From an optimization exercise on the open Yosys and OpenROAD flow, aimed at a short achievable clock period and few clock cycles per item; shortcuts taken in it are not production practice. The RTL was checked by simulation tests, not by an equivalence proof against the original design.

## patina_lane
module patina_lane (
    input  wire               clk,
    input  wire               rst,
    input  wire        [17:0] clamp_c,
    input  wire               lin_bypass,
    input  wire signed [31:0] k1,
    input  wire signed [31:0] k2,
    input  wire signed [31:0] k3,
    input  wire               patina_en,
    input  wire signed [11:0] dp,
    input  wire         [2:0] es,
    input  wire         [2:0] eq,
    input  wire        [15:0] out_offset,
    input  wire               in_valid,
    output wire               in_ready,
    input  wire        [13:0] in_code,
    input  wire        [31:0] in_entry,
    output wire               out_valid,
    input  wire               out_ready,
    output wire        [15:0] out_pix,
    output wire               out_hi,
    output wire               out_lo,
    output wire               out_defect
);
clock: 20.0 ns
lec_check: 0
cap_margin: 20
core_margin: 2
core_utilization: 40
slew_margin: 65
standard.sh (not shown) runs the stock make flow with config.mk's settings and CLKGATE_MAP_FILE= SYNTH_SCRIPT=/design/flow/synth_recipe.tcl, a recipe that flattens the netlist after the stock synthesis.
==> flow/flow/run.sh <==
#!/bin/bash
# Layout flow: the standard ORFS flow (standard.sh), with the port
# buffers made plain sky130_fd_sc_hd__buf_4 cells. Every input and output
# port still gets its buffer; only the cell type differs from buffer_ports'
# own choice (a clkdlybuf4s50_1 delay cell).
set -euo pipefail
export BUFFER_PORTS_ARGS="-buffer_cell sky130_fd_sc_hd__buf_4"
bash standard.sh > standard_flow.log 2>&1
Testbench counts at the start, summed over its fixed seeds: cycles 40,651, items 35,275.
Edit:
SLEW_MARGIN = 20   (was 65)
The changed run passed the timing, design-rule and antenna checks; clock skew came out lower by 0.038 ns; count of clock-buffer cells in the layout fell by 3; via count is about the same; synthesized area stays the same.


== maple ==
Another version of the RTL of patina_lane (not shown whole).
For scale: roughly 17000 cells after synthesis, ~2700 flip-flops, about 220 I/O pins, about 0.19 mm^2 of cells after synthesis.
clock: 20.0 ns
lec_check: 0
cap_margin: 20
core_margin: 2
core_utilization: 60
place_density: 0.72
slew_margin: 65
==> flow/flow/run.sh <==
#!/bin/bash
# Layout flow: the standard ORFS flow (standard.sh) with two changes:
#  - the port buffers are plain sky130_fd_sc_hd__buf_4 cells (every input
#    and output port still gets its buffer; buffer_ports would otherwise pick
#    a clkdlybuf4s50_1 delay cell);
#  - after placement, the output port buffers are resized to buf_6 and the
#    flip-flops that drive them to sky130_fd_sc_hd__dfxtp_2 (same cell
#    types, other drive strengths), and the placement is legalized again
#    (flow/resize_out.tcl).
# Each step's full output goes to a log file of its own here.
set -euo pipefail
export BUFFER_PORTS_ARGS="-buffer_cell sky130_fd_sc_hd__buf_4"
bash standard.sh place > flow_place.log 2>&1
RES="orfs/results/$FLOW_PLATFORM/patina_lane/base" \
LIB="$FLOW_HOME/platforms/$FLOW_PLATFORM/lib/sky130_fd_sc_hd__tt_025C_1v80.lib" \
  openroad -no_init -exit flow/resize_out.tcl > flow_resize.log 2>&1
bash standard.sh > flow_finish.log 2>&1
==> flow/flow/resize_out.tcl <==
# Resize the output port buffers to buf_6 and the flip-flops that drive
# them to dfxtp_2 (same cell types, other drive strengths), then legalize
# the placement. Reads and rewrites 3_place.odb in $RES.
set res $::env(RES)
read_liberty $::env(LIB)
read_db $res/3_place.odb
read_sdc $res/3_place.sdc
source $::env(FLOW_HOME)/platforms/sky130hd/setRC.tcl
set n 0
foreach port [get_ports -filter "direction == output"] {
  set buf [get_cells -of_objects [get_pins -of_objects [get_nets [get_full_name $port]] -filter "direction == output"]]
  if {[get_property $buf ref_name] == "sky130_fd_sc_hd__buf_4"} {
    replace_cell $buf sky130_fd_sc_hd__buf_6
  }
  foreach ipin [get_pins -of_objects $buf -filter "direction == input"] {
    set drvpin [get_pins -of_objects [get_nets -of_objects $ipin] -filter "direction == output"]
    set ff [get_cells -of_objects $drvpin]
    set ref [get_property $ff ref_name]
    if {[string match "sky130_fd_sc_hd__dfxtp_*" $ref]} {
      replace_cell $ff sky130_fd_sc_hd__dfxtp_2
      incr n
    }
  }
}
puts "resized $n output flip-flops"
set_placement_padding -global -left 0 -right 0
detailed_placement
check_placement
write_db $res/3_place.odb
Testbench counts of maple, summed over its fixed seeds: cycles 39,674, items 35,275.
Input changes introduced in oak (baseline for comparison: maple):
Settings: removing PLACE_DENSITY (formerly 0.72); changing CORE_UTILIZATION from 60 to 40.
-- flow/flow/run.sh --
<<< maple, line 4
#    and output port still gets its buffer; buffer_ports would otherwise pick
#    a clkdlybuf4s50_1 delay cell);
#  - after placement, the output port buffers are resized to buf_6 and the
#    flip-flops that drive them to sky130_fd_sc_hd__dfxtp_2 (same cell
#    types, other drive strengths), and the placement is legalized again
#    (flow/resize_out.tcl).
# Each step's full output goes to a log file of its own here.
set -euo pipefail
>>> oak, line 4
#    and output port still gets its buffer; buffer_ports would otherwise pick
#    a clkdlybuf4s50_1 delay cell);
#  - after placement, the flip-flops that drive the output port buffers are
#    upsized to sky130_fd_sc_hd__dfxtp_4 (same cell type, stronger drive)
#    and the placement is legalized again (flow/resize_out.tcl).
# Each step's full output goes to a log file of its own here.
set -euo pipefail
==> flow/flow/resize_out.tcl <==
# Upsize the flip-flops that drive the output port buffers to dfxtp_4,
# then legalize the placement. Reads and rewrites 3_place.odb in $RES.
set res $::env(RES)
read_liberty $::env(LIB)
read_db $res/3_place.odb
read_sdc $res/3_place.sdc
source $::env(FLOW_HOME)/platforms/sky130hd/setRC.tcl
set n 0
foreach port [get_ports -filter "direction == output"] {
  set buf [get_cells -of_objects [get_pins -of_objects [get_nets [get_full_name $port]] -filter "direction == output"]]
  foreach ipin [get_pins -of_objects $buf -filter "direction == input"] {
    set drvpin [get_pins -of_objects [get_nets -of_objects $ipin] -filter "direction == output"]
    set ff [get_cells -of_objects $drvpin]
    set ref [get_property $ff ref_name]
    if {[string match "sky130_fd_sc_hd__dfxtp_*" $ref]} {
      replace_cell $ff sky130_fd_sc_hd__dfxtp_4
      incr n
    }
  }
}
puts "upsized $n output flip-flops"
set_placement_padding -global -left 0 -right 0
detailed_placement
check_placement
write_db $res/3_place.odb
### Flow results
- Compared to maple, oak has detailed placer's ending HPWL about 2.5% higher.
- Delta (oak minus maple): met2 wirelength from detailed routing decreased by 2600 um relative to the old numbers, minimum clock period after layout increased by 0.093 ns relative to the old numbers.


patina_lane again, from the RTL that the note above started with.
clock: 20.0 ns
lec_check: 0
cap_margin: 20
core_margin: 2
core_utilization: 70
place_density: 0.8
slew_margin: 65
==> flow/flow/run.sh <==
#!/bin/bash
# Layout flow: the standard ORFS flow (standard.sh) with two changes:
#  - the port buffers are plain sky130_fd_sc_hd__buf_4 cells (every input
#    and output port still gets its buffer; buffer_ports would otherwise pick
#    a clkdlybuf4s50_1 delay cell);
#  - after placement, the output port buffers are resized to buf_6 and the
#    flip-flops that drive them to sky130_fd_sc_hd__dfxtp_2 (same cell
#    types, other drive strengths), and the placement is legalized again
#    (flow/resize_out.tcl).
# Each step's full output goes to a log file of its own here.
set -euo pipefail
export BUFFER_PORTS_ARGS="-buffer_cell sky130_fd_sc_hd__buf_4"
bash standard.sh place > flow_place.log 2>&1
RES="orfs/results/$FLOW_PLATFORM/patina_lane/base" \
LIB="$FLOW_HOME/platforms/$FLOW_PLATFORM/lib/sky130_fd_sc_hd__tt_025C_1v80.lib" \
  openroad -no_init -exit flow/resize_out.tcl > flow_resize.log 2>&1
bash standard.sh > flow_finish.log 2>&1
==> flow/flow/resize_out.tcl <==
# Resize the output port buffers to buf_6 and the flip-flops that drive
# them to dfxtp_2 (same cell types, other drive strengths), then legalize
# the placement. Reads and rewrites 3_place.odb in $RES.
set res $::env(RES)
read_liberty $::env(LIB)
read_db $res/3_place.odb
read_sdc $res/3_place.sdc
source $::env(FLOW_HOME)/platforms/sky130hd/setRC.tcl
set n 0
foreach port [get_ports -filter "direction == output"] {
  set buf [get_cells -of_objects [get_pins -of_objects [get_nets [get_full_name $port]] -filter "direction == output"]]
  if {[get_property $buf ref_name] == "sky130_fd_sc_hd__buf_4"} {
    replace_cell $buf sky130_fd_sc_hd__buf_6
  }
  foreach ipin [get_pins -of_objects $buf -filter "direction == input"] {
    set drvpin [get_pins -of_objects [get_nets -of_objects $ipin] -filter "direction == output"]
    set ff [get_cells -of_objects $drvpin]
    set ref [get_property $ff ref_name]
    if {[string match "sky130_fd_sc_hd__dfxtp_*" $ref]} {
      replace_cell $ff sky130_fd_sc_hd__dfxtp_2
      incr n
    }
  }
}
puts "resized $n output flip-flops"
set_placement_padding -global -left 0 -right 0
detailed_placement
check_placement
write_db $res/3_place.odb
Testbench counts at the start, summed over its fixed seeds: cycles 39,674, items 35,275.
Next try:
--- a/flow/flow/run.sh
+++ b/flow/flow/run.sh
@@ -4,8 +4,7 @@
 #    and output port still gets its buffer; buffer_ports would otherwise pick
 #    a clkdlybuf4s50_1 delay cell);
-#  - after placement, the output port buffers are resized to buf_6 and the
-#    flip-flops that drive them to sky130_fd_sc_hd__dfxtp_2 (same cell
-#    types, other drive strengths), and the placement is legalized again
-#    (flow/resize_out.tcl).
+#  - after placement, the flip-flops that drive the output port buffers are
+#    upsized to sky130_fd_sc_hd__dfxtp_4 (same cell type, stronger drive)
+#    and the placement is legalized again (flow/resize_out.tcl).
 # Each step's full output goes to a log file of its own here.
 set -euo pipefail
==> flow/flow/resize_out.tcl (replaced) <==
# Upsize the flip-flops that drive the output port buffers to dfxtp_4,
# then legalize the placement. Reads and rewrites 3_place.odb in $RES.
set res $::env(RES)
read_liberty $::env(LIB)
read_db $res/3_place.odb
read_sdc $res/3_place.sdc
source $::env(FLOW_HOME)/platforms/sky130hd/setRC.tcl
set n 0
foreach port [get_ports -filter "direction == output"] {
  set buf [get_cells -of_objects [get_pins -of_objects [get_nets [get_full_name $port]] -filter "direction == output"]]
  foreach ipin [get_pins -of_objects $buf -filter "direction == input"] {
    set drvpin [get_pins -of_objects [get_nets -of_objects $ipin] -filter "direction == output"]
    set ff [get_cells -of_objects $drvpin]
    set ref [get_property $ff ref_name]
    if {[string match "sky130_fd_sc_hd__dfxtp_*" $ref]} {
      replace_cell $ff sky130_fd_sc_hd__dfxtp_4
      incr n
    }
  }
}
puts "upsized $n output flip-flops"
set_placement_padding -global -left 0 -right 0
detailed_placement
check_placement
write_db $res/3_place.odb
CORE_UTILIZATION = 60   (was 70)
PLACE_DENSITY = 0.72   (was 0.8)
=>
- The changed run produced a clean layout
- area after synthesis does not change
- setup slack gets better by 5.8 ps
- design area rises by about 0.5%
- wire length falls by about 2.6%

==> what the ideal ports hide <==
No port has a modelled driver above. Below, the same layouts with a new extraction and two added sets of constraints.
Step 1 sets driving cells, clkbuf_16 on the clock port and buf_2 on the other inputs (assumed; they add their load-dependent delay and slew).
Step 2 also shifts input and output timing later by t, the mid clock arrival at the registers, as if the neighbouring blocks saw the same clock.
Three values: ideal, step 1, step 2; two values: the first two.
run | shift t [ns] | setup WS [ns] | latest minus earliest clock arrival (ns)
the first run of note 1 | 1.036 | 14.432 / 14.324 / 14.368 | 0.147 / 0.148
the second run of note 1 | 1.046 | 14.302 / 14.302 / 13.970 | 0.111 / 0.111
maple | 1.000 | 14.602 / 14.498 / 14.210 | 0.082 / 0.081
oak | 1.060 | 14.510 / 14.397 / 13.917 | 0.098 / 0.098
the first run of note 3 | 1.006 | 14.566 / 14.462 / 14.192 | 0.073 / 0.073
the second run of note 3 | 1.003 | 14.571 / 14.467 / 14.175 | 0.081 / 0.080
After both steps setup and hold are still met in every run listed. The setup slack of oak, which loses most, moves by -0.113 ns with the drivers and by -0.593 ns with both steps.
